Background: an optimization exercise with open tools, aiming at small area, a short achievable clock period and few clock cycles per item. Do not read the settings as production practice. Only simulation tests tie the RTL to the original design; equivalence was not proved. Power and IR drop assume default switching activity.

v9:
Design gkl_flit_rx, start of the top module:
module gkl_flit_rx (
  input  wire        clk,
  input  wire        rst,
  input  wire        in_valid,
  output wire        in_ready,
  input  wire [63:0] in_data,
  input  wire        in_mode_p,
  output wire        out_valid,
  input  wire        out_ready,
  output wire [63:0] out_data,
  output wire        out_last,
  output wire        st_crc_ok,
  output wire [1:0]  st_corr,
  output wire [1:0]  st_unc,
  output wire [7:0]  st_pos0,
  output wire [7:0]  st_pos1
);
==> flow/config.mk <==
export PLATFORM = sky130hd
export DESIGN_NAME = gkl_flit_rx
export DESIGN_NICKNAME = gkl_flit_rx
export VERILOG_FILES = /design/flow/design.v
export SDC_FILE = /design/flow/constraint.sdc
export NUM_CORES = 4
export LEC_CHECK = 0
export CAP_MARGIN = 20
export CORE_MARGIN = 2
export CORE_UTILIZATION = 60
export CTS_CLUSTER_DIAMETER = 80
export CTS_CLUSTER_SIZE = 30
export PLACE_DENSITY_LB_ADDON = 0.1
export SLEW_MARGIN = 20
export TNS_END_PERCENT = 0
==> flow/constraint.sdc <==
create_clock -name core_clock -period 11.0 [get_ports {clk}]
set_input_delay 2.2000 -clock core_clock [delete_from_list [all_inputs] [get_ports {clk}]]
set_output_delay 2.2000 -clock core_clock [all_outputs]
set_load 0.01 [all_outputs]
standard.sh (not shown) runs the stock make flow with config.mk's settings and CLKGATE_MAP_FILE= SYNTH_SCRIPT=/design/flow/synth_recipe.tcl, a recipe that flattens the netlist after the stock synthesis.
==> flow/flow/run.sh <==
#!/bin/bash
# Standard ORFS layout (the standard.sh), with repair_timing aimed at a
# tighter setup target than the 11 ns clock (the SDC itself is unchanged), and
# the smallest buffer (buf_1) on every input and output port, and the I/O pins
# kept to the right and top edges (so the output register sits near its pins).
# make's output goes to flow_make.log; ORFS keeps each step's log under orfs/logs.
set -euo pipefail
bash standard.sh SETUP_SLACK_MARGIN=7.6 "BUFFER_PORTS_ARGS=-buffer_cell sky130_fd_sc_hd__buf_1" "PLACE_PINS_ARGS=-exclude left:* -exclude bottom:*" finish > flow_make.log 2>&1
Testbench counts of v9, summed over its fixed seeds: cycles 16,656, flits 512.
Modified inputs, v44 compared to v9
==> flow/flow/run.sh <==
#!/bin/bash
# Standard ORFS layout (the standard.sh), with repair_timing aimed at a
# tighter setup target than the 11 ns clock (the SDC itself is unchanged).
set -euo pipefail
bash standard.sh SETUP_SLACK_MARGIN=7.6 "BUFFER_PORTS_ARGS=-buffer_cell sky130_fd_sc_hd__buf_1" finish > flow_make.log 2>&1
### Flow results
- v9 was larger in final cell area than v44.
- v9 → v44: clock power ~0 delta, hold slack -0.023 ns, part of the total power dissipated in combinational logic +0.2 points, total negative setup slack ~0 delta, power density over the cells +about 0.7%.
- Looking at largest fanout of any net on the critical path across v44 and v9, the one that comes out higher is v9.
- v44 finished every stage and its layout cleared the timing, design-rule and antenna checks.
- For maximum number of pins on one net before global-route repair, dividing the value from v9 by the value from v44 gives 1.13.
- Power after layout delta (v9 -> v44): insignificant
- Aggregate routed wire length, v44 vs v9: up slightly
Here is what was changed in the inputs of v24 compared with v44.
- a deleted TNS_END_PERCENT that had been 0
==> summary.txt <==
On maximum clock path buffer count, v44 and v24 are basically level. v24 improves on v44 in worst setup slack. When the final numbers for v44 and v24 were put side by side, the number of antenna repair diodes turned out to be smaller in v24. As far as depth of the worst hold-timing path goes, v24 and v44 are indistinguishable; the numbers are identical. Design area in v24 is about 3% above v44. v24 — power consumption about 1.2% higher, v44 as reference.
For v18, these inputs were changed with respect to v24:
==> flow/flow/run.sh <==
#!/bin/bash
# Standard ORFS layout (the standard.sh), with repair_timing aimed at a
# tighter setup target than the 11 ns clock (the SDC itself is unchanged).
set -euo pipefail
bash standard.sh SETUP_SLACK_MARGIN=8.0 "BUFFER_PORTS_ARGS=-buffer_cell sky130_fd_sc_hd__buf_1" finish > flow_make.log 2>&1
==> comparison <==
- Per the comparison of v18 with v24, die area ~0 delta, internal power consumption went up by about 2.2%, via count of the first global-routing pass went up by 898.

---

Starting RTL as in the previous note.
Settings: LEC_CHECK=0, CAP_MARGIN=20, CORE_MARGIN=2, CORE_UTILIZATION=60, CTS_CLUSTER_DIAMETER=80, CTS_CLUSTER_SIZE=30, PLACE_DENSITY_LB_ADDON=0.1, SLEW_MARGIN=20; clock period 11.0 ns.
==> flow/flow/run.sh <==
#!/bin/bash
# Standard ORFS layout (the standard.sh), with repair_timing aimed at a
# tighter setup target than the 11 ns clock (the SDC itself is unchanged), and
# the smallest buffer (buf_1) on every input and output port, and the I/O pins
# kept to the right and top edges (so the output register sits near its pins).
# make's output goes to flow_make.log; ORFS keeps each step's log under orfs/logs.
set -euo pipefail
bash standard.sh SETUP_SLACK_MARGIN=7.6 "BUFFER_PORTS_ARGS=-buffer_cell sky130_fd_sc_hd__buf_1" "PLACE_PINS_ARGS=-exclude left:* -exclude bottom:*" finish > flow_make.log 2>&1
Testbench counts at the start, summed over its fixed seeds: cycles 16,656, flits 512.
Rerun with:
==> flow/flow/run.sh (replaced) <==
#!/bin/bash
# Standard ORFS layout (the standard.sh), with repair_timing aimed at a
# tighter setup target than the 11 ns clock (the SDC itself is unchanged), and
# the smallest buffer (buf_1) on every input and output port. make's output goes
# to flow_make.log; ORFS keeps each step's log under orfs/logs.
set -euo pipefail
bash standard.sh SETUP_SLACK_MARGIN=7.6 "BUFFER_PORTS_ARGS=-buffer_cell sky130_fd_sc_hd__buf_1" "PLACE_PINS_ARGS=-exclude left:* -exclude bottom:*" finish > flow_make.log 2>&1
What happened: Global-route usage does not change; via count stays the same; wire length is unchanged; clock power stays flat; setup slack is unchanged; sequential power hardly moves; die area does not change; design area does not change; power stays the same; non-clock buffer count is unchanged.
Rerun with:
==> flow/flow/run.sh (replaced) <==
#!/bin/bash
# Standard ORFS layout (the standard.sh), with repair_timing aimed at a
# tighter setup target than the 11 ns clock (the SDC itself is unchanged).
set -euo pipefail
bash standard.sh SETUP_SLACK_MARGIN=7.3 "BUFFER_PORTS_ARGS=-buffer_cell sky130_fd_sc_hd__buf_1" finish > flow_make.log 2>&1
Wire length climbs by about 2%.
Hold slack gets worse by 0.0085 ns.
Non-clock buffer count drops by 46.
Clock power is higher by about 1%.
Rerun with:
==> flow/flow/run.sh (replaced) <==
#!/bin/bash
# Standard ORFS layout (the standard.sh), with repair_timing aimed at a
# tighter setup target than the 11 ns clock (the SDC itself is unchanged).
set -euo pipefail
bash standard.sh SETUP_SLACK_MARGIN=7.45 "BUFFER_PORTS_ARGS=-buffer_cell sky130_fd_sc_hd__buf_1" finish > flow_make.log 2>&1
Effect: Sequential share of layout area shrinks by 0.58 points; cell count grows by 0.55%; wire length grows by 2.1%; core utilization grows by 0.54 points; hold slack gets worse by 0.0076 ns.
Rerun with:
==> flow/flow/run.sh (replaced) <==
#!/bin/bash
# Standard ORFS layout (the standard.sh), with repair_timing aimed at a
# tighter setup target than the 11 ns clock (the SDC itself is unchanged).
set -euo pipefail
bash standard.sh SETUP_SLACK_MARGIN=7.6 "BUFFER_PORTS_ARGS=-buffer_cell sky130_fd_sc_hd__buf_1" finish > flow_make.log 2>&1
--- a/flow/config.mk
+++ b/flow/config.mk
@@ -10,4 +10,5 @@
 export CORE_UTILIZATION = 60
-export CTS_CLUSTER_DIAMETER = 80
-export CTS_CLUSTER_SIZE = 30
+export CTS_BUF_LIST = sky130_fd_sc_hd__clkbuf_8
+export CTS_CLUSTER_DIAMETER = 60
+export CTS_CLUSTER_SIZE = 20
 export PLACE_DENSITY_LB_ADDON = 0.1
=>
- The changed run finished with timing, DRC and antenna clean
- total power went down by 1.5%
- setup slack got worse by 0.10 ns
- register-to-register slack improved by 0.26 ns
- count of clock-buffer cells in the layout went up by 30
- die area stays the same
- hold slack improved by 0.0034 ns

-- what the ideal ports hide --
How much do the figures lean on ideal ports? The routed layouts below were timed once more, with nothing changed but the port constraints. Step 1 sets driving cells, clkbuf_16 on the clock port and buf_2 on the other inputs (assumed; they add their load-dependent delay and slew). Step 2 moves the port delays by t, midway between the first and last clock arrival at a register: inputs arrive t later, outputs are due t later. That takes back most of the time a late clock gives input paths. a / b / c = ideal / step 1 / step 2; a / b = the first two.
run | t, ns | setup slack, ns | cell pins on the clock port's net
v9 | 0.795 | 7.373 / 7.271 / 6.476 | 1
v44 | 0.797 | 7.240 / 7.164 / 6.546 | 1
v24 | 0.787 | 7.300 / 7.229 / 6.856 | 1
v18 | 0.793 | 7.319 / 7.243 / 6.985 | 1
the first run of note 2 | 0.786 | 7.466 / 7.387 / 6.777 | 1
the second run of note 2 | 0.786 | 7.466 / 7.387 / 6.777 | 1
the third run of note 2 | 0.782 | 7.231 / 7.212 / 6.570 | 1
the fourth run of note 2 | 0.791 | 7.237 / 7.165 / 6.751 | 1
the fifth run of note 2 | 0.926 | 7.134 / 7.064 / 6.711 | 1
After both steps every run listed still meets setup and hold. For v9, which loses most, drivers alone change the setup slack by -0.102 ns; drivers and shift together by -0.897 ns.
